Source: an optimization exercise on an open RTL-to-GDS flow (aim: small area, a short achievable clock period and few clock cycles per item). Production flows keep margins and buffers that such runs may drop. Where RTL was checked, it was by simulation tests only, not by an equivalence proof against the original. No functional check of the RTL was part of run 1.

## design/flow/run.sh

```bash
#!/bin/bash
# synth_recipe.tcl (not shown) runs the flow's synth.tcl, then flattens the netlist and writes it again
# the make line also repeats each setting of config.mk as NAME=value (left out here)
make -C /OpenROAD-flow-scripts/flow DESIGN_CONFIG=/design/flow/config.mk WORK_HOME=/design/flow/orfs CLKGATE_MAP_FILE= SYNTH_SCRIPT=/design/flow/synth_recipe.tcl finish
```

## design/flow/design.v

```verilog
module pxr_ctx_coder (
    input  wire        clk,
    input  wire        rst,
    input  wire        in_valid,
    output wire        in_ready,
    input  wire        in_init,
    input  wire        in_intr,
    input  wire [15:0] in_x,
    input  wire [15:0] in_a,
    input  wire [15:0] in_b,
    input  wire [15:0] in_c,
    input  wire [15:0] in_d,
    input  wire [3:0]  cfg_delta,
    input  wire [4:0]  cfg_bits,
    input  wire [15:0] cfg_t1,
    input  wire [15:0] cfg_t2,
    input  wire [15:0] cfg_t3,
    output reg         out_valid,
    input  wire        out_ready,
    output reg  [5:0]  out_len,
    output reg  [31:0] out_code,
    output reg  [15:0] out_rec
);
    localparam NCTX = 66;
    localparam AW   = 21;           
    localparam R1   = 3;            
    localparam R2   = 7;            
    reg        rdy;                 
    reg        sv;                  
    reg        ipend;               
    wire       adv = !sv;
    assign in_ready = rdy;
    wire       accept = in_valid && rdy;
    reg [3:0]  p_delta;             
    reg [4:0]  p_bits;
    reg [3:0]  r_delta;
    reg [4:0]  r_bits;
    reg [16:0] r_range;
    reg [4:0]  r_qbits;
    reg [15:0] r_t1, r_t2, r_t3;
    wire [15:0] r_maxv = ~(16'hffff << r_bits);
    wire [4:0]  s_div  = {r_delta, 1'b1};
    reg [AW-1:0] ctx_a [0:NCTX-1];
    reg [5:0]    ctx_n [0:NCTX-1];    
    function [20:0] div_rows;           
        input [4:0]  r_in;
        input [15:0] w_in;
        input [4:0]  s;
        input integer hi;
        input integer lo;
        integer p;
        reg [5:0]  t;
        reg [6:0]  d;
        reg [4:0]  r;
        reg [15:0] w;
        begin
            r = r_in;
            w = w_in;
            for (p = 15; p >= 0; p = p - 1) begin
                if (p <= hi && p >= lo) begin
                    t = {r, w[p]};
                    d = {1'b0, t} - {2'b00, s};
                    if (!d[6]) begin
                        r    = d[4:0];
                        w[p] = 1'b1;
                    end else begin
                        r    = t[4:0];
                        w[p] = 1'b0;
                    end
                end
            end
            div_rows = {r, w};
        end
    endfunction
    function [15:0] mag;
        input [16:0] v;
        begin
            mag = v[16] ? (~v[15:0] + 16'd1) : v[15:0];
        end
    endfunction
    function [1:0] qz;
        input [15:0] g;
        input [15:0] t1, t2, t3;
        begin
            qz = (g < t1) ? 2'd0 : (g < t2) ? 2'd1 : (g < t3) ? 2'd2 : 2'd3;
        end
    endfunction
    reg        v0, t0, i0;
    reg [15:0] x0, a0, b0, c0, d0;
    wire [16:0] dab = {1'b0, a0} - {1'b0, b0};
    wire [16:0] dcb = {1'b0, c0} - {1'b0, b0};
    wire [16:0] dca = {1'b0, c0} - {1'b0, a0};
    wire [16:0] ddb = {1'b0, d0} - {1'b0, b0};
    wire        ab_gt = !dab[16] && (dab[15:0] != 16'd0);
    wire        c_max = !dca[16] && !dcb[16];                           
    wire        c_min = (dca[16] || dca[15:0] == 16'd0) &&
                        (dcb[16] || dcb[15:0] == 16'd0);                
    wire [15:0] p_abc = a0 + b0 - c0;
    wire [15:0] pred_reg = c_max ? (ab_gt ? b0 : a0) :
                           c_min ? (ab_gt ? a0 : b0) : p_abc;
    wire [15:0] g_ab   = mag(dab);
    wire        intr_a = (g_ab[15:4] == 12'd0) && (g_ab[3:0] <= r_delta);
    wire [15:0] pred   = i0 ? (intr_a ? a0 : b0) : pred_reg;
    wire [6:0]  ctx_l1 = i0 ? (intr_a ? 7'd64 : 7'd65) :
                         {1'b0, qz(mag(ddb), r_t1, r_t2, r_t3),
                                qz(mag(dcb), r_t1, r_t2, r_t3),
                                qz(mag(dca), r_t1, r_t2, r_t3)};
    wire [16:0] x_pd  = {1'b0, x0} + {13'd0, r_delta};
    wire [16:0] x_md  = {1'b0, x0} - {13'd0, r_delta};      
    wire        e_pos = x0 > pred;
    wire [16:0] num_p = x_pd - {1'b0, pred};                  
    wire [16:0] num_n = {1'b0, pred} - x_md;                  
    wire [16:0] num_t = {1'b0, r_maxv} + {12'd0, r_delta, 1'b0};
    wire [16:0] num   = t0 ? num_t : e_pos ? num_p : num_n;
    wire [20:0] dv1 = div_rows({4'd0, num[16]}, num[15:0], s_div, 15, 16 - R1);
    reg        v1, t1, pos1;
    reg [6:0]  ctx1;
    reg [15:0] x1;
    reg [4:0]  r1;
    reg [15:0] w1;
    wire [20:0] dv2 = div_rows(r1, w1, s_div, 15 - R1, 16 - R1 - R2);
    reg        v2, t2, pos2;
    reg [6:0]  ctx2;
    reg [15:0] x2;
    reg [4:0]  r2;
    reg [15:0] w2;
    wire [20:0] dv3 = div_rows(r2, w2, s_div, 15 - R1 - R2, 0);
    reg        v3, t3, pos3;
    reg [6:0]  ctx3;
    reg [15:0] x3;
    reg [4:0]  r3;                      
    reg [15:0] q3;                      
    wire [15:0] hm   = r_range[16:1];                    
    wire        wrap = (q3 > hm) || (q3 == hm && pos3 && !r_range[0]);
    wire [16:0] rmq  = r_range - {1'b0, q3};
    wire [15:0] aq   = wrap ? rmq[15:0] : q3;            
    wire        neg  = (q3 != 16'd0) && (pos3 ? wrap : !wrap);
    wire signed [5:0]  dr   = $signed({2'b00, r_delta}) - $signed({1'b0, r3});
    wire signed [17:0] recv = pos3 ? $signed({2'b00, x3}) + dr : $signed({2'b00, x3}) - dr;
    wire [15:0]        rec  = recv[17] ? 16'd0 :
                              (recv[16:0] > {1'b0, r_maxv}) ? r_maxv : recv[15:0];
    wire [AW-1:0] cur_a  = ctx_a[ctx3];
    wire [5:0]    cur_n6 = ctx_n[ctx3];
    wire [6:0]    cur_n  = {cur_n6 == 6'd0, cur_n6};
    wire [AW-1:0] bm1 = cur_a - {{(AW-1){1'b0}}, 1'b1};
    reg  [4:0]    m_len;
    reg  [2:0]    n_len;
    integer i;
    always @* begin
        m_len = 5'd0;
        for (i = 0; i < AW; i = i + 1)
            if (bm1[i]) m_len = i[4:0] + 5'd1;
        n_len = 3'd0;
        for (i = 0; i < 7; i = i + 1)
            if (cur_n[i]) n_len = i[2:0] + 3'd1;
    end
    wire signed [5:0] kd = $signed({1'b0, m_len}) - $signed({3'b000, n_len});
    wire [AW-1:0] bsh    = bm1 >> kd[4:0];
    wire          kstep  = !(bsh[6:0] < cur_n);
    wire [5:0]    k0     = (cur_a == {AW{1'b0}} || kd[5]) ? 6'd0 : {1'b0, kd[4:0]} + {5'd0, kstep};
    wire [4:0]    k      = (k0 > {1'b0, r_qbits}) ? r_qbits : k0[4:0];
    wire [AW:0]   a_sum = {1'b0, cur_a} + {{(AW-15){1'b0}}, aq};
    wire          n64   = (cur_n6 == 6'd0);
    wire [AW-1:0] a_upd = n64 ? a_sum[AW:1] : a_sum[AW-1:0];
    wire [5:0]    n_upd = n64 ? 6'd33 : cur_n6 + 6'd1;
    reg  [4:0]  tq_bits;
    always @* begin
        tq_bits = 5'd0;
        for (i = 0; i < 16; i = i + 1)
            if (q3[i]) tq_bits = i[4:0] + 5'd1;
    end
    wire [10:0]   ta_raw = ({1'b0, q3} + 17'd33) >> 6;
    wire [AW-1:0] ta0    = (ta_raw < 11'd2) ? 2 : ta_raw;
    wire [AW-1:0] wr_a  = t3 ? ta0 : a_upd;
    wire [5:0]    wr_n  = t3 ? 6'd1 : n_upd;
    reg        v4, neg4;
    reg [4:0]  k4;
    reg [15:0] aq4;
    reg [15:0] rec4;
    reg        s_neg;
    reg [4:0]  s_k;
    reg [15:0] s_aq;
    reg [15:0] s_rec;
    wire        f_neg = sv ? s_neg : neg4;
    wire [4:0]  f_k   = sv ? s_k   : k4;
    wire [15:0] f_aq  = sv ? s_aq  : aq4;
    wire [15:0] f_rec = sv ? s_rec : rec4;
    wire [15:0] f_aqm1 = f_aq - 16'd1;
    wire [16:0] mval   = f_neg ? {f_aqm1, 1'b1} : {f_aq, 1'b0};    
    wire [16:0] mval1  = {f_aqm1, !f_neg};                          
    wire [4:0]  umax   = 5'd31 - r_qbits;
    wire [16:0] mhi    = mval >> f_k;
    reg  [5:0]  code_len;
    reg  [31:0] code_bits;
    always @* begin
        if (mhi < {12'd0, umax}) begin
            code_len  = mhi[5:0] + 6'd1 + {1'b0, f_k};
            code_bits = (32'd1 << f_k) | ({15'd0, mval} & ((32'd1 << f_k) - 32'd1));
        end else begin
            code_len  = 6'd32;
            code_bits = (32'd1 << r_qbits) | {15'd0, mval1};
        end
    end
    wire arrive   = adv && v4;                  
    wire out_free = !out_valid || out_ready;
    wire drained  = !v0 && !v1 && !v2 && !v3 && !v4 && !sv;
    wire inject   = ipend && drained;
    wire sv_next  = sv ? !out_free : (arrive && !out_free);
    wire ip_next  = (accept && in_init) || (ipend && !inject);
    always @(posedge clk) begin
        if (rst) begin
            rdy       <= 1'b0;
            sv        <= 1'b0;
            ipend     <= 1'b0;
            out_valid <= 1'b0;
            v0 <= 1'b0; t0 <= 1'b0;
            v1 <= 1'b0; t1 <= 1'b0;
            v2 <= 1'b0; t2 <= 1'b0;
            v3 <= 1'b0; t3 <= 1'b0;
            v4 <= 1'b0;
        end else begin
            rdy   <= !sv_next && !ip_next;
            sv    <= sv_next;
            ipend <= ip_next;
            if (out_free)
                out_valid <= sv || arrive;
            if (adv) begin
                v0 <= accept && !in_init;
                t0 <= inject;
                v1 <= v0; t1 <= t0;
                v2 <= v1; t2 <= t1;
                v3 <= v2; t3 <= t2;
                v4 <= v3;
            end
        end
    end
    always @(posedge clk) begin
        if (accept && in_init) begin
            r_t1    <= cfg_t1;
            r_t2    <= cfg_t2;
            r_t3    <= cfg_t3;
            p_delta <= cfg_delta;
            p_bits  <= cfg_bits;
        end
        if (inject) begin
            r_delta <= p_delta;
            r_bits  <= p_bits;
        end
        if (adv && t3) begin
            r_range <= {1'b0, q3} + 17'd1;
            r_qbits <= tq_bits;
        end
    end
    always @(posedge clk) begin
        if (adv) begin
            i0 <= in_intr;
            x0 <= in_x; a0 <= in_a; b0 <= in_b; c0 <= in_c; d0 <= in_d;
            pos1 <= e_pos; ctx1 <= ctx_l1; x1 <= x0;
            r1 <= dv1[20:16]; w1 <= dv1[15:0];
            pos2 <= pos1; ctx2 <= ctx1; x2 <= x1;
            r2 <= dv2[20:16]; w2 <= dv2[15:0];
            pos3 <= pos2; ctx3 <= ctx2; x3 <= x2;
            r3 <= dv3[20:16]; q3 <= dv3[15:0];
            neg4 <= neg; k4 <= k; aq4 <= aq; rec4 <= rec;
        end
        if (arrive && (sv || !out_free)) begin
            s_neg <= neg4; s_k <= k4; s_aq <= aq4; s_rec <= rec4;
        end
        if (out_free && (sv || arrive)) begin
            out_len  <= code_len;
            out_code <= code_bits;
            out_rec  <= f_rec;
        end
    end
    wire ctx_we = adv && (t3 || v3);
    integer c;
    always @(posedge clk) begin
        for (c = 0; c < NCTX; c = c + 1)
            if (ctx_we && (t3 || ctx3 == c)) begin
                ctx_a[c] <= wr_a;
                ctx_n[c] <= wr_n;
            end
    end
endmodule
```

## design/flow/config.mk

```make
export PLATFORM = sky130hd
export DESIGN_NAME = pxr_ctx_coder
export DESIGN_NICKNAME = pxr_ctx_coder
export VERILOG_FILES = /design/flow/design.v
export SDC_FILE = /design/flow/constraint.sdc
export NUM_CORES = 4
export LEC_CHECK = 0
export ABC_AREA = 1
export CAP_MARGIN = 20
export CORE_MARGIN = 2
export CORE_UTILIZATION = 55
export SLEW_MARGIN = 20
```

## design/flow/constraint.sdc

```tcl
create_clock -name core_clock -period 60.0 [get_ports {clk}]
set_input_delay 12.0000 -clock core_clock [delete_from_list [all_inputs] [get_ports {clk}]]
set_output_delay 12.0000 -clock core_clock [all_outputs]
set_load 0.01 [all_outputs]
```

==> results of run 1 <==
## final cells by class
class | count | area [um2] | share of cell area
Sequential cell | 2229 | 66800 | 0.553
Multi-Input combinational cell | 6767 | 37400 | 0.309
Clock buffer | 266 | 5670 | 0.0469
Timing Repair Buffer | 434 | 3770 | 0.0312
Tap cell | 2526 | 3160 | 0.0262
Inverter | 734 | 2770 | 0.0229
Clock inverter | 131 | 1230 | 0.0102
Antenna cell | 7 | 17.5 | 0.000145
## sequential cells by signal, indices dropped and copies added, names as in the netlist, 17 cells and up
register	count
ctx_a	1386
ctx_n	396
out_code	32
r_range	17
## synthesized netlist by cell type (all sizes together) (22+ instances only)
cell and n:
nand4 160, nand3 399, o21bai 31, nand2 3133
xnor2 75, buf 173, a21oi 417, nand3b 25
a211oi 23, or2 44, o21ai 403, a221oi 78
o211ai 39, o22ai 22, a22o 74, nor3 65
xor2 184, fa 56, inv 722, edfxtp 2216
nor2 897, clkbuf 104, ha 471
## layer usage
metal / GRT usage / share of wire
met1: 0.524 / 0.37
met2: 0.566 / 0.42
met3: 0.134 / 0.15
met4: 0.167 / 0.052
met5: 0 / 0.00032
## cell families after synthesis
family                     share of synthesized area
other                                      0.0000351
and+or+nand+nor                                0.182
muxes                                       0.000573
AOI/OAI and AO/OA                             0.0684
DFF                                            0.625
buffers and inverters                         0.0376
xor gates and xnor gates                      0.0212
adders and majority gates                     0.0656
## path summary, 6_finish.rpt
kind,start,to,slack [ps],cells after the start
worst max-delay path,rdy,in_ready,46220,1
worst min-delay path,ctx2[6],ctx3[6],400,0
worst max register to register,a0[0],r1[0],47120,68
worst min register to register,ctx2[6],ctx3[6],400,0
## per-stage QoR
step	hold WS [ps]	instance area, um2
final	398	121000
after global routing	411	121000
after CTS	403	121000
after detailed placement	405	114000
after global placement	401	114000
after floorplan	400	107000
==> notes.md, run 1 <==
number of synthesized flops with an enable pin - 2216
Port-buffer cells - 198
count of buffer and inverter cells on the critical path - 1
residual DRC count - 0
crit-path max cell delay - 560 ps
FF+latch count, synth - 2229
Die Span Y - 445 um
share of flip-flops with an asynchronous set or reset - 0
Fin Clk Skew - 123 ps
Mapped Area - 107000 um2
Die W - 445 um
max-cap violations - 0
first drt pass iteration count - 9
initial antenna violation count - 17
max_slew headroom - 0.203
Ys Warns - 3
ANT nets after route - 0
Mapped Cells - 10007
GPL Wtd Cong - 0.995
Final Max Tran Viols - 0
min Tclk post-route - 13780 ps
filler cell count - 15397
cts repair resizes - 0
Final Hold Fails - 0
post-place setup slack - 45890 ps
cell class contributing the biggest share of worst-path delay - buffers and inverters
first-pass GRT wire length - 537000 um
CTS tree - done
Worst EP arrival - 1780 ps
Max Fclk - 72.6 MHz
Hold-fix buffers, CTS - 0
drt via density - 6.13
hpwl dp - 250000 um
leading cell type in the layout, fill and taps excluded - nand2_1
total CTS buffers - 218
initial DRC count - 12049
# rows - 161
via count of the routed design - 80263
commonest cells after routing, fill and taps aside - nand2_1, edfxtp_1, nor2_1
Final #Nets - 11054
Slowest-stage cell, CP - clkdlybuf4s50_1
post-CTS setup repair buffer count - 0
RSZ-0062 raised after global routing - false
critical path startpoint category - flip-flop
Core Region - 193000 um2
global route overflow - 0
Final Util - 0.627
Final Setup Violations - 0
Crit Path Category - flip-flop to output port
top cell type's share of synthesized area - 0.622
Avg Cell Area, Syn - 10.7 um2
number of global-route vias before repair - 74068
Critical Path RT - 48000 ps
layout cells sized above 1 - 0.0801
final wirelength - 388000 um
post-synth cell types - 76
CTS Root Cell - clkbuf_16
post-DR wirelength/cell - 29.6 um
top cells by area, synth - edfxtp_1, nand2_1, ha_1, nor2_1, inv_1
clock tree buffer depth - 3
Slew @ Worst Pin - 1190 ps
Initial Util - 0.555
largest net degree at the start of global routing - 85
fin crit share - 0.230
Setup crit end kind - output port
Max Fanout on Critical Path - 3
status - complete, no violations
Yosys top cell by area - edfxtp_1
clock sink count - 2229
Setup TNS Final - 0 ps
HP Class - flip-flop to flip-flop
Setup WS post-layout - 46220 ps
die area - 198000 um2
Tot GR Track Use - 0.387
CTS HTree Levels - 4
register area share after synthesis - 0.625
IO Pins - 199
Post-Layout Cell Count - 13094
area delta synth->final - 12.9%
placed cells - 12689
worst path cell trace - clkdlybuf4s50_1
top_reg_cell synth - edfxtp_1
Clk Latency, worst-skew pair - 950 ps
Reg clk slew, reported paths - 70 ps
==> run 2, diff against run 1 <==
--- a/design/flow/design.v
+++ b/design/flow/design.v
@@ -23,7 +23,7 @@
 );
     localparam NCTX = 66;
     localparam AW   = 21;           
-    localparam R1   = 3;            
+    localparam R1   = 2;            
     localparam R2   = 7;            
     reg        rdy;                 
     reg        sv;                  
@@ -78,11 +78,33 @@
             mag = v[16] ? (~v[15:0] + 16'd1) : v[15:0];
         end
     endfunction
+    function [1:0] cmp_node;
+        input [1:0] hi, lo;
+        begin
+            cmp_node = {hi[1] | (~hi[0] & lo[1]), hi[0] | (~hi[1] & lo[0])};
+        end
+    endfunction
+    function [1:0] cmp16;
+        input [15:0] a, b;
+        reg [1:0] l0 [0:15];
+        reg [1:0] l1 [0:7];
+        reg [1:0] l2 [0:3];
+        reg [1:0] l3 [0:1];
+        integer j;
+        begin
+            for (j = 0; j < 16; j = j + 1) l0[j] = {~a[j] & b[j], a[j] & ~b[j]};
+            for (j = 0; j < 8; j = j + 1)  l1[j] = cmp_node(l0[2*j+1], l0[2*j]);
+            for (j = 0; j < 4; j = j + 1)  l2[j] = cmp_node(l1[2*j+1], l1[2*j]);
+            for (j = 0; j < 2; j = j + 1)  l3[j] = cmp_node(l2[2*j+1], l2[2*j]);
+            cmp16 = cmp_node(l3[1], l3[0]);
+        end
+    endfunction
     function [1:0] qz;
         input [15:0] g;
         input [15:0] t1, t2, t3;
         begin
-            qz = (g < t1) ? 2'd0 : (g < t2) ? 2'd1 : (g < t3) ? 2'd2 : 2'd3;
+            qz = cmp16(g, t1) >= 2'd2 ? 2'd0 : cmp16(g, t2) >= 2'd2 ? 2'd1 :
+                 cmp16(g, t3) >= 2'd2 ? 2'd2 : 2'd3;
         end
     endfunction
     reg        v0, t0, i0;
@@ -107,7 +129,8 @@
                                 qz(mag(dca), r_t1, r_t2, r_t3)};
     wire [16:0] x_pd  = {1'b0, x0} + {13'd0, r_delta};
     wire [16:0] x_md  = {1'b0, x0} - {13'd0, r_delta};      
-    wire        e_pos = x0 > pred;
+    wire [1:0]  xp_cmp = cmp16(x0, pred);
+    wire        e_pos = xp_cmp[0];                       
     wire [16:0] num_p = x_pd - {1'b0, pred};                  
     wire [16:0] num_n = {1'b0, pred} - x_md;                  
     wire [16:0] num_t = {1'b0, r_maxv} + {12'd0, r_delta, 1'b0};
@@ -131,14 +154,15 @@
     reg [4:0]  r3;                      
     reg [15:0] q3;                      
     wire [15:0] hm   = r_range[16:1];                    
-    wire        wrap = (q3 > hm) || (q3 == hm && pos3 && !r_range[0]);
+    wire [1:0]  qh   = cmp16(q3, hm);
+    wire        wrap = qh[0] || (qh == 2'b00 && pos3 && !r_range[0]);
     wire [16:0] rmq  = r_range - {1'b0, q3};
     wire [15:0] aq   = wrap ? rmq[15:0] : q3;            
     wire        neg  = (q3 != 16'd0) && (pos3 ? wrap : !wrap);
     wire signed [5:0]  dr   = $signed({2'b00, r_delta}) - $signed({1'b0, r3});
     wire signed [17:0] recv = pos3 ? $signed({2'b00, x3}) + dr : $signed({2'b00, x3}) - dr;
     wire [15:0]        rec  = recv[17] ? 16'd0 :
-                              (recv[16:0] > {1'b0, r_maxv}) ? r_maxv : recv[15:0];
+                              (recv[16] || cmp16(recv[15:0], r_maxv) == 2'b01) ? r_maxv : recv[15:0];
     wire [AW-1:0] cur_a  = ctx_a[ctx3];
     wire [5:0]    cur_n6 = ctx_n[ctx3];
     wire [6:0]    cur_n  = {cur_n6 == 6'd0, cur_n6};
==> run 2 against run 1 <==
  * Utilization shrank 0.082 points
  * Non-clock buffer count decreased by 13
  * Sequential cell count stayed put
  * First-iteration DRC count fell by 4.3%
  * Global-route usage about the same
  * Hold slack worse by 39 ps
  * Via count is 0.10% higher
  * Register-to-register slack gained 980 ps
  * Highest routed layer unchanged
  * Final cell count down 2.0%
==> notes.md, run 2 <==
IO Pins - 199 (unchanged)
met3 wire length - 56000 um (-3.2%)
Die W - 443 um (-0.42%)
hpwl dp - 253000 um (+1.4%)
design area - 120000 um2 (-0.55%)
max reg flops - 1386 (unchanged)
first-pass GRT wire length - 537000 um (about the same)
Final #Nets - 10612 (-4.0%)
Mapped Area - 106000 um2 (-0.84%)
min Tclk post-route - 13770 ps (-4.30 ps)
Post-Layout Cell Count - 12833 (-2.0%)
via count of the routed design - 80347 (+0.10%)
leading cell type in the layout, fill and taps excluded - edfxtp_1
Setup crit end kind - output port
Final Max Tran Viols - 0 (unchanged)
fin crit share - 0.230 (about the same)
Final Hold Fails - 0 (unchanged)
residual DRC count - 0 (unchanged)
global route overflow - 0 (unchanged)
final wirelength - 385000 um (-0.66%)
max_slew headroom - 0.168 (-0.0348)
Max Fclk - 72.6 MHz (about the same)
top cells by instance count after synthesis - edfxtp_1, nand2_1, inv_1
layout cells sized above 1 - 0.0759 (-0.00423)
Slew @ Worst Pin - 1250 ps (+54.6 ps)
most numerous cell in the Yosys netlist - edfxtp_1
Critical Path RT - 48000 ps (about the same)
placed cells - 12410 (-2.2%)
Ys Warns - 51 (+48)
CTS tree - done
CTS Root Cell - clkbuf_16
ANT nets after route - 0 (unchanged)
cell class contributing the biggest share of worst-path delay - buffers and inverters
crit-path max cell delay - 560 ps (about the same)
filler cell count - 15235 (-1.1%)
Core Region - 192000 um2 (-0.42%)
FF+latch count, synth - 2229 (unchanged)
HP Class - flip-flop to flip-flop
Tot GR Track Use - 0.387 (about the same)
Hold Slack - 360 ps (-38.6 ps)
top cells by area, synth - edfxtp_1, nand2_1, inv_1, ha_1, nor2_1
post-synth cell types - 69 (-9.2%)
Fin Clk Skew - 135 ps (+12.0 ps)
Largest regs - ctx_a x1386, ctx_n x396, out_code x32
largest net degree at the start of global routing - 106 (+25%)
post-DR wirelength/cell - 30.0 um (+1.4%)
Slowest-stage cell, CP - clkdlybuf4s50_1
Crit Path Category - flip-flop to output port
drt via density - 6.26 (+2.1%)
Max Fanout on Critical Path - 3 (unchanged)
Final Setup Violations - 0 (unchanged)
GPL Wtd Cong - 1.01 (+1.7%)
Yosys top cell by area - edfxtp_1
Setup TNS Final - 0 ps (unchanged)
Clk Latency, worst-skew pair - 930 ps (-20 ps)
Worst EP arrival - 1770 ps (about the same)
Reg with most FFs - ctx_a
CTS HTree Levels - 4 (unchanged)
cts repair resizes - 0 (unchanged)
Setup WS post-layout - 46230 ps (+4.30 ps)
clock tree buffer depth - 3 (unchanged)
Reg clk slew, reported paths - 60 ps (about the same)
initial DRC count - 11531 (-4.3%)
Avg Cell Area, Syn - 10.9 um2 (+2.2%)
die area - 196000 um2 (-0.83%)
Final Util - 0.626 (-0.000825)
Die Span Y - 443 um (-0.42%)
Port-buffer cells - 198 (unchanged)
DR top layer - met5
count of buffer and inverter cells on the critical path - 1 (unchanged)
top cell type's share of synthesized area - 0.628 (+0.00529)
register area share after synthesis - 0.630 (+0.00531)
status - complete, no violations
initial antenna violation count - 17 (unchanged)
Hold-fix buffers, CTS - 0 (unchanged)
RSZ-0062 raised after global routing - false
number of synthesized flops with an enable pin - 2216 (unchanged)
met1 WL - 145000 um (-0.14%)
post-place setup slack - 45890 ps (+6.90 ps)
critical path startpoint category - flip-flop
max-cap violations - 0 (unchanged)
# rows - 161 (unchanged)
worst path cell trace - clkdlybuf4s50_1
met2 WL - 166000 um (+0.87%)
total CTS buffers - 219 (+0.46%)
Mapped Cells - 9711 (-3.0%)
Initial Util - 0.552 (-0.00237)
top_reg_cell synth - edfxtp_1
commonest cells after routing, fill and taps aside - edfxtp_1, nand2_1, inv_1
dpl cell area - 113000 um2 (-0.78%)
share of flip-flops with an asynchronous set or reset - 0 (unchanged)
first drt pass iteration count - 8 (-1)
clock sink count - 2229 (unchanged)
number of global-route vias before repair - 74278 (+0.28%)
area delta synth->final - 13.3%
post-CTS setup repair buffer count - 0 (unchanged)
-- run 2: changes by cell type after synthesis, moves of 37 or more --
| cell | before | now |
|---|---|---|
| nand3_1 | 393 | 346 |
| nor4_1 | 12 | 102 |
| nand2_1 | 3104 | 2085 |
| ha_1 | 471 | 300 |
| o21ai_0 | 382 | 458 |
| o22ai_1 | 22 | 69 |
| clkbuf_1 | 104 | 162 |
| buf_2 | 138 | 62 |
| a22o_1 | 74 | 247 |
| nor3_1 | 63 | 100 |
| inv_1 | 699 | 1145 |
| a221oi_1 | 78 | 134 |
-- run 2: final cells by class --
cell class | count | area (um2) | area share
diodes | 14 | 35.0 | 0.000292
inverters | 1203 | 4530 | 0.0377
clock inverters | 136 | 1400 | 0.0117
flip-flops and latches | 2229 | 66800 | 0.556
clock buffers | 271 | 5680 | 0.0472
repair buffers | 421 | 3690 | 0.0307
well taps | 2526 | 3160 | 0.0263
multi-input cells | 6033 | 34800 | 0.290
-- run 2: cells by family (layout without fill, tap and decap cells) --
kind of cell,count (synthesis),after routing,synth area share
XOR/XNOR,241,241,0.0200
other,1,15,0.0000354
AO/OA/AOI/OAI,1643,1643,0.0998
adder cells (fa/ha/maj),362,362,0.0471
multiplexers,7,7,0.000661
buffers and inverters,1449,2031,0.0524
AND/OR/NAND/NOR,3779,3779,0.150
flip-flops,2229,2229,0.630
-- run 2: path summary, 6_finish.rpt --
kind              startpoint        to  slack, ps  cells past startpoint
setup / recovery         rdy  in_ready      46230                      1
hold / removal         w2[7]     q3[7]        360                      0
setup reg to reg     ctx3[1]     k4[0]      48100                     54
hold reg to reg        w2[7]     q3[7]        360                      0
-- run 2: per-layer routing --
layer | track usage | vias up
met1 | 0.520 | 38905
li1 | - | 35028
met4 | 0.154 | 18
met3 | 0.140 | 1036
met2 | 0.571 | 5360
met5 | 0.00366 | -
Testbench counts of run 2, summed over its fixed seeds: cycles 63,468, items 63,308.
==> run 3, diff against run 2 <==
--- a/design/flow/design.v
+++ b/design/flow/design.v
@@ -227,7 +227,7 @@
     end
     wire arrive   = adv && v4;                  
     wire out_free = !out_valid || out_ready;
-    wire drained  = !v0 && !v1 && !v2 && !v3 && !v4 && !sv;
+    wire drained  = !v0 && !v1 && !v2 && !v3 && !sv;
     wire inject   = ipend && drained;
     wire sv_next  = sv ? !out_free : (arrive && !out_free);
     wire ip_next  = (accept && in_init) || (ipend && !inject);
==> design/flow/flow/run.sh (new file) <==
#!/bin/bash
# The standard layout, with two changes: the combinational logic of the
# standard synthesis is re-mapped by ABC from plain gates (the registers are
# left exactly as the standard synthesis made them), and the ports get plain
# buffers instead of delay cells.
set -euo pipefail
W=$(pwd)
R=$W/orfs/results/$FLOW_PLATFORM/pxr_ctx_coder/base
LIB=$FLOW_HOME/platforms/$FLOW_PLATFORM/lib/sky130_fd_sc_hd__tt_025C_1v80.lib
export BUFFER_PORTS_ARGS="-buffer_cell sky130_fd_sc_hd__buf_2"

bash standard.sh synth > synth.log 2>&1

python3 flow/libmodels.py "$LIB" models.v > libmodels.log 2>&1
cp "$R/1_2_yosys.v" std_1_2_yosys.v
sed "s#@LIB@#$LIB#g; s#@TOP@#$FLOW_TOP#g; s#@OUT@#$R/1_2_yosys.v#g" flow/resynth.ys > resynth.ys
YOSYS=$(command -v yosys || echo "$FLOW_HOME/../tools/install/yosys/bin/yosys")
"$YOSYS" -q -l resynth.log resynth.ys > /dev/null 2>&1
rm -f "$R/1_synth.odb" "$R/1_synth.sdc"

bash standard.sh finish > layout.log 2>&1
==> design/flow/flow/abc.script (new file) <==
strash
dch
map -a
topo
stime -c
buffer -c
upsize -c
dnsize -c
==> design/flow/flow/libmodels.py (new file) <==
# Verilog models of the library's cells for the re-mapping step: combinational
# cells as logic, sequential cells as blackboxes (so registers stay as they are).
import re, sys
lib = open(sys.argv[1]).read()
out = open(sys.argv[2], 'w')

def conv(f):
    f = f.strip().strip('"').replace('!', '~')
    f = re.sub(r'(?<=[\w\)])\s+(?=[\w\(~])', '&', f)   # implicit AND
    return f.replace('*', '&').replace('+', '|')

for c in re.split(r'\n\s*cell\s*\(\s*"?', lib)[1:]:
    name = c.split('"')[0].split(')')[0].strip()
    if not name.startswith('sky130_fd_sc_hd__'):
        continue
    pinfo, seen = [], set()
    for m in re.finditer(r'\n\s*pin\s*\(\s*"?(\w+)"?\s*\)\s*\{', c):
        pn = m.group(1)
        rest = c[m.end():]
        nxt = re.search(r'\n\s*pin\s*\(', rest)
        seg = rest[:nxt.start()] if nxt else rest
        d = re.search(r'direction\s*:\s*"?(\w+)"?', seg)
        fn = re.search(r'\n\s*function\s*:\s*"([^"]*)"', seg)
        if pn in seen:
            continue
        seen.add(pn)
        pinfo.append((pn, d.group(1) if d else 'input', fn.group(1) if fn else None))
    ins = [p for p, d, f in pinfo if d == 'input']
    outs = [(p, f) for p, d, f in pinfo if d == 'output']
    if not outs:
        continue
    bb = bool(re.search(r'\n\s*(ff|latch|statetable)\s*\(', c)) or any(f is None for _, f in outs)
    out.write("\n" + ("(* blackbox *)\n" if bb else "") +
              f"module {name}({', '.join(ins + [p for p, _ in outs])});\n")
    for p in ins:
        out.write(f"  input {p};\n")
    for p, f in outs:
        out.write(f"  output {p};\n")
        if not bb:
            out.write(f"  assign {p} = {conv(f)};\n")
    out.write("endmodule\n")
==> design/flow/flow/resynth.ys (new file) <==
# Re-map the combinational logic of the standard synthesis netlist; the
# registers (blackbox cells here) keep their instances, names and cell types.
read_verilog models.v
read_verilog std_1_2_yosys.v
hierarchy -top @TOP@
flatten
opt -purge
techmap
opt -fast -purge
abc -script flow/abc.script -liberty @LIB@ -dont_use sky130_fd_sc_hd__probe_p_8 -dont_use sky130_fd_sc_hd__probec_p_8 -dont_use sky130_fd_sc_hd__lpflow_bleeder_1 -dont_use sky130_fd_sc_hd__lpflow_clkbufkapwr_1 -dont_use sky130_fd_sc_hd__lpflow_clkbufkapwr_16 -dont_use sky130_fd_sc_hd__lpflow_clkbufkapwr_2 -dont_use sky130_fd_sc_hd__lpflow_clkbufkapwr_4 -dont_use sky130_fd_sc_hd__lpflow_clkbufkapwr_8 -dont_use sky130_fd_sc_hd__lpflow_clkinvkapwr_1 -dont_use sky130_fd_sc_hd__lpflow_clkinvkapwr_16 -dont_use sky130_fd_sc_hd__lpflow_clkinvkapwr_2 -dont_use sky130_fd_sc_hd__lpflow_clkinvkapwr_4 -dont_use sky130_fd_sc_hd__lpflow_clkinvkapwr_8 -dont_use sky130_fd_sc_hd__lpflow_decapkapwr_12 -dont_use sky130_fd_sc_hd__lpflow_decapkapwr_3 -dont_use sky130_fd_sc_hd__lpflow_decapkapwr_4 -dont_use sky130_fd_sc_hd__lpflow_decapkapwr_6 -dont_use sky130_fd_sc_hd__lpflow_decapkapwr_8 -dont_use sky130_fd_sc_hd__lpflow_inputiso0n_1 -dont_use sky130_fd_sc_hd__lpflow_inputiso0p_1 -dont_use sky130_fd_sc_hd__lpflow_inputiso1n_1 -dont_use sky130_fd_sc_hd__lpflow_inputiso1p_1 -dont_use sky130_fd_sc_hd__lpflow_inputisolatch_1 -dont_use sky130_fd_sc_hd__lpflow_isobufsrc_1 -dont_use sky130_fd_sc_hd__lpflow_isobufsrc_16 -dont_use sky130_fd_sc_hd__lpflow_isobufsrc_2 -dont_use sky130_fd_sc_hd__lpflow_isobufsrc_4 -dont_use sky130_fd_sc_hd__lpflow_isobufsrc_8 -dont_use sky130_fd_sc_hd__lpflow_isobufsrckapwr_16 -dont_use sky130_fd_sc_hd__lpflow_lsbuf_lh_hl_isowell_tap_1 -dont_use sky130_fd_sc_hd__lpflow_lsbuf_lh_hl_isowell_tap_2 -dont_use sky130_fd_sc_hd__lpflow_lsbuf_lh_hl_isowell_tap_4 -dont_use sky130_fd_sc_hd__lpflow_lsbuf_lh_isowell_4 -dont_use sky130_fd_sc_hd__lpflow_lsbuf_lh_isowell_tap_1 -dont_use sky130_fd_sc_hd__lpflow_lsbuf_lh_isowell_tap_2 -dont_use sky130_fd_sc_hd__lpflow_lsbuf_lh_isowell_tap_4 -dont_use sky130_fd_sc_hd__fill_1 -dont_use sky130_fd_sc_hd__fill_2 -dont_use sky130_fd_sc_hd__fill_4 -dont_use sky130_fd_sc_hd__fill_8  -D 9500
opt_clean -purge
hilomap -singleton -hicell sky130_fd_sc_hd__conb_1 HI -locell sky130_fd_sc_hd__conb_1 LO
opt_clean -purge
insbuf -buf sky130_fd_sc_hd__buf_4 A X
rename -hide w:*.*
opt_clean -purge
tee -o resynth_stat.txt stat -liberty @LIB@
write_verilog -noattr -nohex -nodec @OUT@
==> design/flow/standard.sh (new file) <==
#!/bin/bash
# synth_recipe.tcl (not shown) runs the flow's synth.tcl, then flattens the netlist and writes it again
# the make line also repeats each setting of config.mk as NAME=value (left out here)
make -C /OpenROAD-flow-scripts/flow DESIGN_CONFIG=/design/flow/config.mk WORK_HOME=/design/flow/orfs CLKGATE_MAP_FILE= SYNTH_SCRIPT=/design/flow/synth_recipe.tcl "${@:-finish}"
--- a/design/flow/config.mk
+++ b/design/flow/config.mk
@@ -9,4 +9,6 @@
 export CAP_MARGIN = 20
 export CORE_MARGIN = 2
 export CORE_UTILIZATION = 55
+export CTS_CLUSTER_DIAMETER = 80
+export CTS_CLUSTER_SIZE = 24
 export SLEW_MARGIN = 20
removed: design/flow/run.sh
==> run 3 against run 2 <==
  * Die area is 6.3% lower
  * Critical path depth did not move
  * Synthesized cell count fell by 17%
  * Wire length decreased by 10%
  * Highest routed layer unchanged
==> notes.md, run 3 <==
status - complete, no violations
Die W - 429 um (-3.2%)
Mapped Area - 99300 um2 (-6.3%)
HP Class - flip-flop to flip-flop
Reg clk slew, reported paths - 90 ps (+30 ps)
Setup crit end kind - output port
Largest regs - ctx_a x1386, ctx_n x396, out_code x32
CTS Root Cell - clkbuf_16
RSZ-0062 raised after global routing - false
Max Fclk - 75.0 MHz (+3.3%)
Crit Path Category - flip-flop to output port
Critical Path RT - 48000 ps (about the same)
die area - 184000 um2 (-6.3%)
max reg flops - 1386 (unchanged)
Setup TNS Final - 0 ps (unchanged)
via count of the routed design - 70923 (-12%)
# rows - 155 (-3.7%)
crit-path max cell delay - 380 ps (-180 ps)
area delta synth->final - 9.58%
Die Span Y - 429 um (-3.2%)
Setup WS post-layout - 46670 ps (+442 ps)
hpwl dp - 217000 um (-14%)
Avg Cell Area, Syn - 12.3 um2 (+12%)
Mapped Cells - 8091 (-17%)
leading cell type in the layout, fill and taps excluded - edfxtp_1
Clk Latency, worst-skew pair - 840 ps (-90 ps)
Tot GR Track Use - 0.369 (-0.0173)
Slowest-stage cell, CP - edfxtp_1
min Tclk post-route - 13330 ps (-442 ps)
Final #Nets - 8544 (-19%)
commonest cells after routing, fill and taps aside - edfxtp_1, nor2_1, nand2_1
GPL Wtd Cong - 0.920 (-9.0%)
max_slew headroom - 0.168 (about the same)
drt via density - 6.55 (+4.7%)
Final Max Tran Viols - 0 (unchanged)
critical path startpoint category - flip-flop
global route overflow - 0 (unchanged)
post-place setup slack - 46190 ps (+301 ps)
cts repair resizes - 0 (unchanged)
clock sink count - 2229 (unchanged)
Fin Clk Skew - 63.3 ps (-71.4 ps)
Final Setup Violations - 0 (unchanged)
ANT nets after route - 0 (unchanged)
Hold-fix buffers, CTS - 0 (unchanged)
cell class contributing the biggest share of worst-path delay - flip-flops
Core Region - 179000 um2 (-6.8%)
Reg with most FFs - ctx_a
Slew @ Worst Pin - 1220 ps (-28.5 ps)
Max Fanout on Critical Path - 1 (-2)
worst path cell trace - buf_2
IO Pins - 199 (unchanged)
post-DR wirelength/cell - 32.0 um (+6.6%)
post-CTS setup repair buffer count - 0 (unchanged)
layout cells sized above 1 - 0.141 (+0.0654)
clock tree buffer depth - 3 (unchanged)
count of buffer and inverter cells on the critical path - 1 (unchanged)
first drt pass iteration count - 8 (unchanged)
Final Hold Fails - 0 (unchanged)
fin crit share - 0.222 (-0.00736)
final wirelength - 346000 um (-10%)
residual DRC count - 0 (unchanged)
Ys Warns - 51 (unchanged)
Worst EP arrival - 1330 ps (-440 ps)
number of global-route vias before repair - 64657 (-13%)
Port-buffer cells - 198 (unchanged)
CTS tree - done
initial DRC count - 10774 (-6.6%)
max-cap violations - 0 (unchanged)
grt met1 use - 0.523 (+0.00240)
Initial Util - 0.555 (+0.00256)
layer carrying the most global-route usage - met2
first-pass GRT wire length - 481000 um (-10%)
GR Util met2 - 0.557 (-0.0142)
total CTS buffers - 115 (-47%)
initial antenna violation count - 12 (-5)
GR Layer Usage met3 - 0.0940 (-0.0457)
largest net degree at the start of global routing - 89 (-16%)
CTS HTree Levels - 3 (-1)
[run 3: worst paths after layout]
kind	slack, ps	endpoint	cells past startpoint	from
hold reg to reg	410	q3[7]	0	w2[7]
hold / removal	410	q3[7]	0	w2[7]
setup / recovery	46670	out_rec[6]	1	out_rec[6]
setup reg to reg	48240	k4[3]	67	ctx3[0]
[run 3: cell type report]
class	instances	area, um2
tap	2355	2950
clock buffer	132	2980
antenna	6	15.0
inverter	812	3240
timing repair buffer	421	2690
multi-input combinational	4822	29500
fill	14127	70200
clock inverter	45	669
sequential	2229	66800
[run 3: through the flow]
step	std cells	instance area, um2	util	hold slack [ps]
after global routing	10817	109000	0.608	426
after detailed placement	10638	105000	0.587	405
final	10822	109000	0.608	407
after floorplan	8092	99300	-	400
after CTS	10815	109000	0.608	408
after global placement	10637	105000	0.587	402
[run 3: routing by layer]
metal  vias up  wire length (um)
met5         -                25
met1     35182            133000
met3       782             45800
met2      4503            152000
li1      30452                 -
met4         4             15100
Testbench counts of run 3, summed over its fixed seeds: cycles 63,452, items 63,308.
==> run 4, diff against run 3 <==
--- a/design/flow/design.v
+++ b/design/flow/design.v
@@ -22,7 +22,7 @@
     output reg  [15:0] out_rec
 );
     localparam NCTX = 66;
-    localparam AW   = 21;           
+    localparam AW   = 22;           
     localparam R1   = 2;            
     localparam R2   = 7;            
     reg        rdy;                 
@@ -156,9 +156,12 @@
     wire [15:0] hm   = r_range[16:1];                    
     wire [1:0]  qh   = cmp16(q3, hm);
     wire        wrap = qh[0] || (qh == 2'b00 && pos3 && !r_range[0]);
-    wire [16:0] rmq  = r_range - {1'b0, q3};
-    wire [15:0] aq   = wrap ? rmq[15:0] : q3;            
-    wire        neg  = (q3 != 16'd0) && (pos3 ? wrap : !wrap);
+    wire [17:0] rmq  = {1'b0, r_range} - {2'b00, q3};     
+    wire [17:0] qmr  = {2'b00, q3} - {1'b0, r_range};     
+    wire        q_gt = rmq[17];                           
+    wire        q_lt = qmr[17];                           
+    wire [15:0] aq   = !wrap ? q3 : q_gt ? qmr[15:0] : rmq[15:0];    
+    wire        neg  = wrap ? (pos3 ? q_lt : q_gt) : (!pos3 && q3 != 16'd0);
     wire signed [5:0]  dr   = $signed({2'b00, r_delta}) - $signed({1'b0, r3});
     wire signed [17:0] recv = pos3 ? $signed({2'b00, x3}) + dr : $signed({2'b00, x3}) - dr;
     wire [15:0]        rec  = recv[17] ? 16'd0 :
==> run 4 against run 3 <==
  * Still clean
  * Setup slack worse by 37 ps
  * Clock skew up 20 ps
  * Hold slack worse by 3.5 ps
  * Via count up 6.4%
  * Final cell count up 3.4%
  * Maximum frequency down 0.28%
  * Critical path type unchanged
  * Critical endpoint is now out_rec[8]
==> notes.md, run 4 <==
largest net degree at the start of global routing - 165 (+85%)
first drt pass iteration count - 8 (unchanged)
worst path cell trace - buf_2
ANT nets after route - 0 (unchanged)
status - complete, no violations
Die W - 432 um (+0.76%)
Setup TNS Final - 0 ps (unchanged)
post-DR wirelength/cell - 34.5 um (+7.7%)
number of global-route vias before repair - 67558 (+4.5%)
Slowest-stage cell, CP - edfxtp_1
# rows - 157 (+1.3%)
filler cell count - 14534 (+2.9%)
fin crit share - 0.223 (+0.000620)
Worst EP arrival - 1370 ps (+40 ps)
min Tclk post-route - 13370 ps (+37.2 ps)
Final #Nets - 8867 (+3.8%)
Ys Warns - 51 (unchanged)
final wirelength - 386000 um (+11%)
Final Max Tran Viols - 0 (unchanged)
layout cells sized above 1 - 0.120 (-0.0217)
clock tree buffer depth - 3 (unchanged)
Port-buffer cells - 198 (unchanged)
residual DRC count - 0 (unchanged)
CTS Root Cell - clkbuf_16
area delta synth->final - 9.82%
Final Setup Violations - 0 (unchanged)
CP startpoint - out_rec[8]
critical path startpoint category - flip-flop
Core Region - 183000 um2 (+2.1%)
Mapped Cells - 8417 (+4.0%)
Largest regs - ctx_a x1452, ctx_n x396, out_code x32
Slew @ Worst Pin - 1250 ps (+34.2 ps)
Hold-fix buffers, CTS - 0 (unchanged)
IO Pins - 199 (unchanged)
Crit Path Category - flip-flop to output port
max reg flops - 1452 (+4.8%)
CTS HTree Levels - 3 (unchanged)
Final Hold Fails - 0 (unchanged)
Avg Cell Area, Syn - 12.0 um2 (-2.4%)
Tot GR Track Use - 0.406 (+0.0368)
clock sink count - 2295 (+3.0%)
HP Class - flip-flop to flip-flop
Mapped Area - 101000 um2 (+1.5%)
post-place setup slack - 46420 ps (+221 ps)
min-delay src - x1[10]
commonest cells after routing, fill and taps aside - edfxtp_1, nor2_1, nand2_1
Clk Latency, worst-skew pair - 860 ps (+20 ps)
Setup WS post-layout - 46630 ps (-37.2 ps)
count of buffer and inverter cells on the critical path - 1 (unchanged)
Critical Path RT - 48000 ps (about the same)
Setup crit end kind - output port
Initial Util - 0.552 (-0.00277)
RSZ-0062 raised after global routing - false
Reg with most FFs - ctx_a
via count of the routed design - 75436 (+6.4%)
leading cell type in the layout, fill and taps excluded - edfxtp_1
Die Span Y - 432 um (+0.76%)
Final Util - 0.606 (-0.00170)
Reg clk slew, reported paths - 100 ps (about the same)
max_slew headroom - 0.163 (-0.00500)
drt via density - 6.74 (+2.9%)
GPL Wtd Cong - 0.964 (+4.7%)
initial antenna violation count - 27 (+15)
first-pass GRT wire length - 524000 um (+8.9%)
Max Fanout on Critical Path - 1 (unchanged)
hpwl dp - 241000 um (+11%)
post-CTS setup repair buffer count - 0 (unchanged)
crit-path max cell delay - 390 ps (about the same)
worst r2r src - ctx3[5]
die area - 187000 um2 (+1.5%)
initial DRC count - 13326 (+24%)
cts repair resizes - 0 (unchanged)
cell class contributing the biggest share of worst-path delay - flip-flops
total CTS buffers - 115 (unchanged)
Fin Clk Skew - 83.4 ps (+20.1 ps)
Max Fclk - 74.8 MHz (-0.28%)
max-cap violations - 0 (unchanged)
CTS tree - done
global route overflow - 0 (unchanged)
==> run 4: layout make-up <==
class,instances,area (um2),area share
Sequential cell,2295,68800,0.621
Multi-Input combinational cell,5028,29300,0.265
Inverter,840,3220,0.0291
Tap cell,2385,2980,0.0269
Clock buffer,134,2970,0.0268
Timing Repair Buffer,444,2920,0.0264
Clock inverter,35,492,0.00444
Antenna cell,29,72.6,0.000655
==> run 4: final timing paths <==
| kind | endpoint | slack, ps | cells after the start |
|---|---|---|---|
| setup / recovery | out_rec[8] | 46630 | 1 |
| setup reg to reg | k4[0] | 48090 | 60 |
| hold reg to reg | x2[10] | 400 | 0 |
| hold / removal | x2[10] | 400 | 0 |
==> run 4: per-layer routing <==
metal / vias to the layer above / wire length [um] / GRT usage
met5: - / 84 / 0
met4: 12 / 21500 / 0.177
met3: 1185 / 62100 / 0.144
met2: 6022 / 162000 / 0.584
met1: 36780 / 140000 / 0.559
li1: 31437 / - / -
==> run 4: through the flow <==
step / hold slack, ps / std cells / instance area [um2]
2_1_floorplan: 400 / 8418 / 101000
3_3_place_gp: 402 / 10987 / 107000
3_5_place_dp: 405 / 10991 / 107000
4_1_cts: 409 / 11160 / 111000
5_1_grt: 431 / 11162 / 111000
6_report: 404 / 11190 / 111000
Testbench counts of run 4, summed over its fixed seeds: cycles 63,452, items 63,308.
==> run 5, diff against run 4 <==
--- a/design/flow/design.v
+++ b/design/flow/design.v
@@ -169,23 +169,15 @@
     wire [AW-1:0] cur_a  = ctx_a[ctx3];
     wire [5:0]    cur_n6 = ctx_n[ctx3];
     wire [6:0]    cur_n  = {cur_n6 == 6'd0, cur_n6};
-    wire [AW-1:0] bm1 = cur_a - {{(AW-1){1'b0}}, 1'b1};
-    reg  [4:0]    m_len;
-    reg  [2:0]    n_len;
+    reg  [4:0]    kt;
     integer i;
     always @* begin
-        m_len = 5'd0;
-        for (i = 0; i < AW; i = i + 1)
-            if (bm1[i]) m_len = i[4:0] + 5'd1;
-        n_len = 3'd0;
-        for (i = 0; i < 7; i = i + 1)
-            if (cur_n[i]) n_len = i[2:0] + 3'd1;
+        kt = 5'd0;
+        for (i = 0; i < 17; i = i + 1)
+            if (({{(AW-6){1'b0}}, cur_n} << i) < {1'b0, cur_a})
+                kt = i[4:0] + 5'd1;
     end
-    wire signed [5:0] kd = $signed({1'b0, m_len}) - $signed({3'b000, n_len});
-    wire [AW-1:0] bsh    = bm1 >> kd[4:0];
-    wire          kstep  = !(bsh[6:0] < cur_n);
-    wire [5:0]    k0     = (cur_a == {AW{1'b0}} || kd[5]) ? 6'd0 : {1'b0, kd[4:0]} + {5'd0, kstep};
-    wire [4:0]    k      = (k0 > {1'b0, r_qbits}) ? r_qbits : k0[4:0];
+    wire [4:0]    k      = (kt > r_qbits) ? r_qbits : kt;
     wire [AW:0]   a_sum = {1'b0, cur_a} + {{(AW-15){1'b0}}, aq};
     wire          n64   = (cur_n6 == 6'd0);
     wire [AW-1:0] a_upd = n64 ? a_sum[AW:1] : a_sum[AW-1:0];
==> design/flow/flow/abc.script (replaced) <==
&get -n
&st
&dch
&nf
&put
buffer -c
topo
stime -c
upsize -c
dnsize -c
--- a/design/flow/config.mk
+++ b/design/flow/config.mk
@@ -8,7 +8,7 @@
 export ABC_AREA = 1
 export CAP_MARGIN = 20
 export CORE_MARGIN = 2
-export CORE_UTILIZATION = 55
+export CORE_UTILIZATION = 62
 export CTS_CLUSTER_DIAMETER = 80
 export CTS_CLUSTER_SIZE = 24
 export SLEW_MARGIN = 20
==> run 5 against run 4 <==
  * Still clean
  * First-iteration DRC count grew 3.1%
  * Final cell count shrank 13%
  * Setup slack gained 17 ps
  * Die area shrank 12%
  * Wire length shrank 11%
  * Clock-buffer cell count shrank 5
  * Via count shrank 5.7%
==> notes.md, run 5 <==
die area - 165000 um2 (-12%)
IO Pins - 199 (unchanged)
WHS Path Cells - 0 (unchanged)
Final Hold Fails - 0 (unchanged)
leading cell type in the layout, fill and taps excluded - edfxtp_1
hold worst-path end - ctx3[6]
clock tree buffer depth - 3 (unchanged)
Initial Util - 0.625 (+0.0728)
worst path cell trace - buf_2
critical path startpoint category - flip-flop
hpwl dp - 213000 um (-12%)
clock sink count - 2295 (unchanged)
count of buffer and inverter cells on the critical path - 1 (unchanged)
Tot GR Track Use - 0.411 (+0.00461)
Max Fclk - 74.9 MHz (+0.12%)
crit-path max cell delay - 380 ps (about the same)
Register Area - 68800 um2 (about the same)
number of global-route vias before repair - 65278 (-3.4%)
Mapped Cells - 7223 (-14%)
area delta synth->final - 9.95%
max_slew headroom - 0.128 (-0.0345)
layout cells sized above 1 - 0.128 (+0.00829)
HP Class - flip-flop to flip-flop
total CTS buffers - 115 (unchanged)
Core Region - 161000 um2 (-12%)
Setup crit end kind - output port
commonest cells after routing, fill and taps aside - edfxtp_1, nand2_1, nor2_1
Fin Clk Skew - 85.5 ps (+2.08 ps)
r2r setup slk - 49750 ps (+1660 ps)
Largest regs - ctx_a x1452, ctx_n x396, out_code x32
final wirelength - 343000 um (-11%)
drt via density - 7.33 (+8.7%)
RSZ-0062 raised after global routing - false
RR Endpoint - ctx_a[44][20]
Crit Path Category - flip-flop to output port
Setup WS post-layout - 46650 ps (+16.6 ps)
min-delay src - ctx2[6]
residual DRC count - 0 (unchanged)
Slowest-stage cell, CP - dfxtp_1
Die Span Y - 406 um (-6.0%)
Max Fanout on Critical Path - 3 (+2)
global route overflow - 0 (unchanged)
# rows - 147 (-6.4%)
Critical Path RT - 48000 ps (about the same)
post-DR wirelength/cell - 35.3 um (+2.5%)
Worst EP arrival - 1350 ps (-20 ps)
Critical Path Stages - 1 (unchanged)
Avg Cell Area, Syn - 13.9 um2 (+16%)
Port-buffer cells - 198 (unchanged)
max reg flops - 1452 (unchanged)
Ys Warns - 51 (unchanged)
CTS Root Cell - clkbuf_16
first drt pass iteration count - 10 (+2)
Slew @ Worst Pin - 1300 ps (+45.7 ps)
filler cell count - 11207 (-23%)
Die W - 406 um (-6.0%)
first-pass GRT wire length - 475000 um (-9.3%)
Mapped Area - 100000 um2 (-0.52%)
status - complete, no violations
min Tclk post-route - 13350 ps (-16.6 ps)
cell class contributing the biggest share of worst-path delay - flip-flops
Clk Latency, worst-skew pair - 860 ps (about the same)
largest net degree at the start of global routing - 102 (-38%)
Final Setup Violations - 0 (unchanged)
post-place setup slack - 46450 ps (+38.1 ps)
Final #Nets - 7637 (-14%)
worst r2r src - ctx3[4]
max-cap violations - 0 (unchanged)
CTS tree - done
ANT nets after route - 0 (unchanged)
initial antenna violation count - 21 (-22%)
Final Max Tran Viols - 0 (unchanged)
via count of the routed design - 71121 (-5.7%)
GPL Wtd Cong - 0.960 (-0.43%)
multi-input logic area - 31800 um2 (+8.5%)
fin crit share - 0.223 (-0.000277)
initial DRC count - 13744 (+3.1%)
Reg clk slew, reported paths - 90 ps (about the same)
cts repair resizes - 0 (unchanged)
worst r2r path cells - 25 (-58%)
Setup TNS Final - 0 ps (unchanged)
post-CTS setup repair buffer count - 0 (unchanged)
Hold-fix buffers, CTS - 0 (unchanged)
CTS HTree Levels - 3 (unchanged)
Reg with most FFs - ctx_a
CP startpoint - rdy
[run 5: layout make-up]
type                    instances  share of cell area
diodes                         11            0.000250
clock buffers                 129              0.0268
clock inverters                28             0.00428
inverters                     102             0.00358
multi-input cells            4501               0.288
flip-flops and latches       2295               0.624
well taps                    2160              0.0245
repair buffers                479              0.0287
[run 5: worst max-delay path by stage]
stage / end / slack (ps)
5_1_grt: out_code[22] / 46610
4_1_cts: out_code[4] / 46600
3_5_place_dp: out_code[13] / 46450
3_3_place_gp: s_k[3] / 46470
6_report: in_ready / 46650
2_1_floorplan: s_aq[0] / 44480
[run 5: metal layers]
| metal | global-route usage | vias up | part of all wire |
|---|---|---|---|
| li1 | - | 29469 | - |
| met1 | 0.554 | 34571 | 0.35 |
| met2 | 0.590 | 5902 | 0.42 |
| met3 | 0.162 | 1155 | 0.17 |
| met4 | 0.186 | 24 | 0.059 |
| met5 | 0.000297 | - | 0.00053 |
[run 5: metrics by stage]
| step | std cells | instance area [um2] | hold slack, ps | utilization |
|---|---|---|---|---|
| after floorplan | 7224 | 100000 | 400 | - |
| after global placement | 9527 | 107000 | 401 | 0.664 |
| after detailed placement | 9534 | 107000 | 405 | 0.665 |
| after CTS | 9691 | 110000 | 418 | 0.686 |
| after global routing | 9694 | 110000 | 427 | 0.687 |
| final | 9705 | 110000 | 418 | 0.687 |
Testbench counts of run 5, summed over its fixed seeds: cycles 63,452, items 63,308.
==> run 6, diff against run 5 <==
==> design/flow/flow/abc.script (replaced) <==
&get -n
&st
&dch -f
&nf -R 1000
&put
buffer -c
topo
stime -c
upsize -c
dnsize -c
--- a/design/flow/config.mk
+++ b/design/flow/config.mk
@@ -8,7 +8,7 @@
 export ABC_AREA = 1
 export CAP_MARGIN = 20
 export CORE_MARGIN = 2
-export CORE_UTILIZATION = 62
+export CORE_UTILIZATION = 55
 export CTS_CLUSTER_DIAMETER = 80
 export CTS_CLUSTER_SIZE = 24
 export SLEW_MARGIN = 20
==> run 6 against run 5 <==
  * First-iteration DRC count fell by 12%
  * Utilization fell by 7.8 points
  * Via count fell by 3.1%
  * Wire length rose by 1.8%
  * Area after synthesis fell by 1.5%
  * Sequential share of layout area rose by 0.91 points
  * Synthesized cell count fell by 0.46%
  * Critical path depth did not move
  * Register-to-register slack got worse by 1200 ps
  * Highest routed layer unchanged
==> notes.md, run 6 <==
Worst EP arrival - 1370 ps (+20 ps)
filler cell count - 13622 (+22%)
number of global-route vias before repair - 63741 (-2.4%)
post-DR wirelength/cell - 35.3 um (about the same)
Setup crit end kind - output port
GPL Wtd Cong - 0.939 (-2.1%)
fin crit share - 0.223 (+0.000332)
Reg with most FFs - ctx_a
Hold-fix buffers, CTS - 0 (unchanged)
CTS Root Cell - clkbuf_16
CTS HTree Levels - 3 (unchanged)
hold worst-path end - r_bits[4]
leading cell type in the layout, fill and taps excluded - edfxtp_1
final wirelength - 349000 um (+1.8%)
hpwl dp - 214000 um (+0.71%)
Hold Slack - 406 ps (-11.3 ps)
placed cells - 9686 (+1.6%)
Die Span Y - 428 um (+5.3%)
first drt pass iteration count - 9 (-1)
count of buffer and inverter cells on the critical path - 1 (unchanged)
Mapped Cells - 7190 (-0.46%)
Slew @ Worst Pin - 1350 ps (+53.4 ps)
global route overflow - 0 (unchanged)
largest net degree at the start of global routing - 95 (-6.9%)
post-CTS setup repair buffer count - 0 (unchanged)
min Tclk post-route - 13370 ps (+19.9 ps)
HP Class - flip-flop to flip-flop
first-pass GRT wire length - 484000 um (+1.9%)
via count of the routed design - 68925 (-3.1%)
worst path cell trace - buf_2
Max Fclk - 74.8 MHz (-0.15%)
design area - 109000 um2 (-1.4%)
min-delay src - p_bits[4]
dpl cell area - 105000 um2 (-1.6%)
max-cap violations - 0 (unchanged)
ANT nets after route - 0 (unchanged)
commonest cells after routing, fill and taps aside - edfxtp_1, nand2_1, nor2_1
Tot GR Track Use - 0.375 (-0.0359)
r2r setup slk - 48550 ps (-1200 ps)
initial DRC count - 12160 (-12%)
Reg clk slew, reported paths - 90 ps (about the same)
WHS Path Cells - 0 (unchanged)
total CTS buffers - 117 (+1.7%)
Max Fanout on Critical Path - 1 (-2)
clock tree buffer depth - 3 (unchanged)
Final Hold Fails - 0 (unchanged)
worst r2r path cells - 49 (+96%)
max_slew headroom - 0.0951 (-0.0333)
Critical Path RT - 48000 ps (about the same)
Setup TNS Final - 0 ps (unchanged)
# rows - 155 (+5.4%)
worst r2r src - b0[0]
drt via density - 6.98 (-4.7%)
cts repair resizes - 0 (unchanged)
layout cells sized above 1 - 0.126 (-0.00162)
Die W - 428 um (+5.3%)
RSZ-0062 raised after global routing - false
Avg Cell Area, Syn - 13.7 um2 (-1.1%)
crit-path max cell delay - 390 ps (about the same)
max reg flops - 1452 (unchanged)
RR Endpoint - r1[0]
Fin Clk Skew - 75.3 ps (-10.2 ps)
CTS tree - done
Mapped Area - 98800 um2 (-1.5%)
Port-buffer cells - 198 (unchanged)
area delta synth->final - 10.1% (about the same)
critical path startpoint category - flip-flop
Largest regs - ctx_a x1452, ctx_n x396, out_code x32
Clk Latency, worst-skew pair - 860 ps (about the same)
Initial Util - 0.554 (-0.0712)
Ys Warns - 51 (unchanged)
IO Pins - 199 (unchanged)
Final Setup Violations - 0 (unchanged)
status - complete, no violations
Post-Layout Cell Count - 9873 (+1.7%)
Register Area - 68800 um2 (about the same)
cell class contributing the biggest share of worst-path delay - flip-flops
multi-input logic area - 29800 um2 (-6.4%)
Slowest-stage cell, CP - edfxtp_1
initial antenna violation count - 21 (unchanged)
Core Region - 178000 um2 (+11%)
Crit Path Category - flip-flop to output port
Final #Nets - 7594 (-0.56%)
die area - 183000 um2 (+11%)
residual DRC count - 0 (unchanged)
clock sink count - 2295 (unchanged)
Final Max Tran Viols - 0 (unchanged)
[run 6: cell count changes in the layout (fill, tap and decap cells not counted), sizes merged, moves of 22 or more]
cell and delta:
nor4 -22, nand2 +48, nor2b -30, o31ai -48, a21oi +35, nor2 +148
nand2b -45, o21ai +70, xnor2 +45, nor3 -30, inv +49
[run 6: worst max-delay path by stage]
| stage | startpoint | to | slack, ps | depth (start not counted) |
|---|---|---|---|---|
| CTS | out_rec[14] | out_rec[14] | 46580 | 1 |
| global placement | out_ready | s_aq[12] | 45900 | 4 |
| detailed placement | out_ready | s_aq[12] | 45870 | 4 |
| finish | out_rec[14] | out_rec[14] | 46630 | 1 |
| floorplan | out_ready | s_aq[0] | 44480 | 2 |
| global route | out_rec[14] | out_rec[14] | 46560 | 1 |
[run 6: final cells by class]
cell class,instances,area share
Antenna cell,22,0.000506
Clock buffer,121,0.0271
Clock inverter,43,0.00582
Inverter,145,0.00522
Multi-Input combinational cell,4428,0.274
Sequential cell,2295,0.633
Tap cell,2355,0.0271
Timing Repair Buffer,464,0.0278
[run 6: worst register-to-register path, delay by kind of cell, from the launching register on]
| family | cells | cell delay (ps) |
|---|---|---|
| buf+inv | 2 | 200 |
| compound gates | 21 | 5040 |
| simple gates | 18 | 3560 |
| xor+xnor | 6 | 1050 |
| fa+ha+maj | 2 | 740 |
| flops | 1 | 580 |
[run 6: routing by layer]
| layer | GRT usage | share of wire | wire length (um) | vias to the layer above |
|---|---|---|---|---|
| met4 | 0.149 | 0.051 | 17600 | 14 |
| met1 | 0.512 | 0.37 | 129000 | 34240 |
| met2 | 0.548 | 0.43 | 149000 | 4917 |
| met3 | 0.136 | 0.15 | 53200 | 900 |
| met5 | 0 | 0.00026 | 92 | - |
| li1 | - | - | - | 28854 |
[run 6: metrics by stage]
stage / utilization / setup slack, ps
6_report: 0.609 / 46630
2_1_floorplan: - / 44480
4_1_cts: 0.609 / 46580
5_1_grt: 0.609 / 46560
3_3_place_gp: 0.589 / 45900
3_5_place_dp: 0.589 / 45870

==> re-timing with driven ports <==
The results above use ideal ports. As a check the final layouts listed here were re-extracted and re-timed, cells and wires unchanged.
Step 1: set_driving_cell puts a clkbuf_16 on clk and a buf_2 on each other input, an assumption about the parent block.
Step 2 also shifts input and output timing later by t, the mid clock arrival at the registers, as if the neighbouring blocks saw the same clock.
a / b / c = no drivers / after step 1 / after step 2; a / b = the first two.
run	t (ns)	setup slack, ns	hold slack, ns	worst setup path after step 2	slew at the worst register clock pin (ns)
run 1	0.984	46.222 / 46.130 / 46.135	0.398 / 0.398 / 0.398	input to register	0.07 / 0.07
run 2	0.957	46.226 / 46.135 / 46.170	0.360 / 0.360 / 0.360	input to register	0.07 / 0.07
run 3	0.901	46.668 / 46.578 / 46.426	0.407 / 0.407 / 0.407	input to register	0.10 / 0.10
run 4	0.917	46.630 / 46.534 / 46.399	0.404 / 0.404 / 0.404	input to register	0.11 / 0.11
run 5	0.904	46.647 / 46.558 / 46.407	0.418 / 0.418 / 0.418	input to register	0.10 / 0.10
run 6	0.903	46.627 / 46.549 / 46.126	0.406 / 0.406 / 0.406	input to register	0.10 / 0.10
After both steps every run listed still meets setup and hold. The setup slack of run 6, which loses most, moves by -0.078 ns with the drivers and by -0.501 ns with both steps.
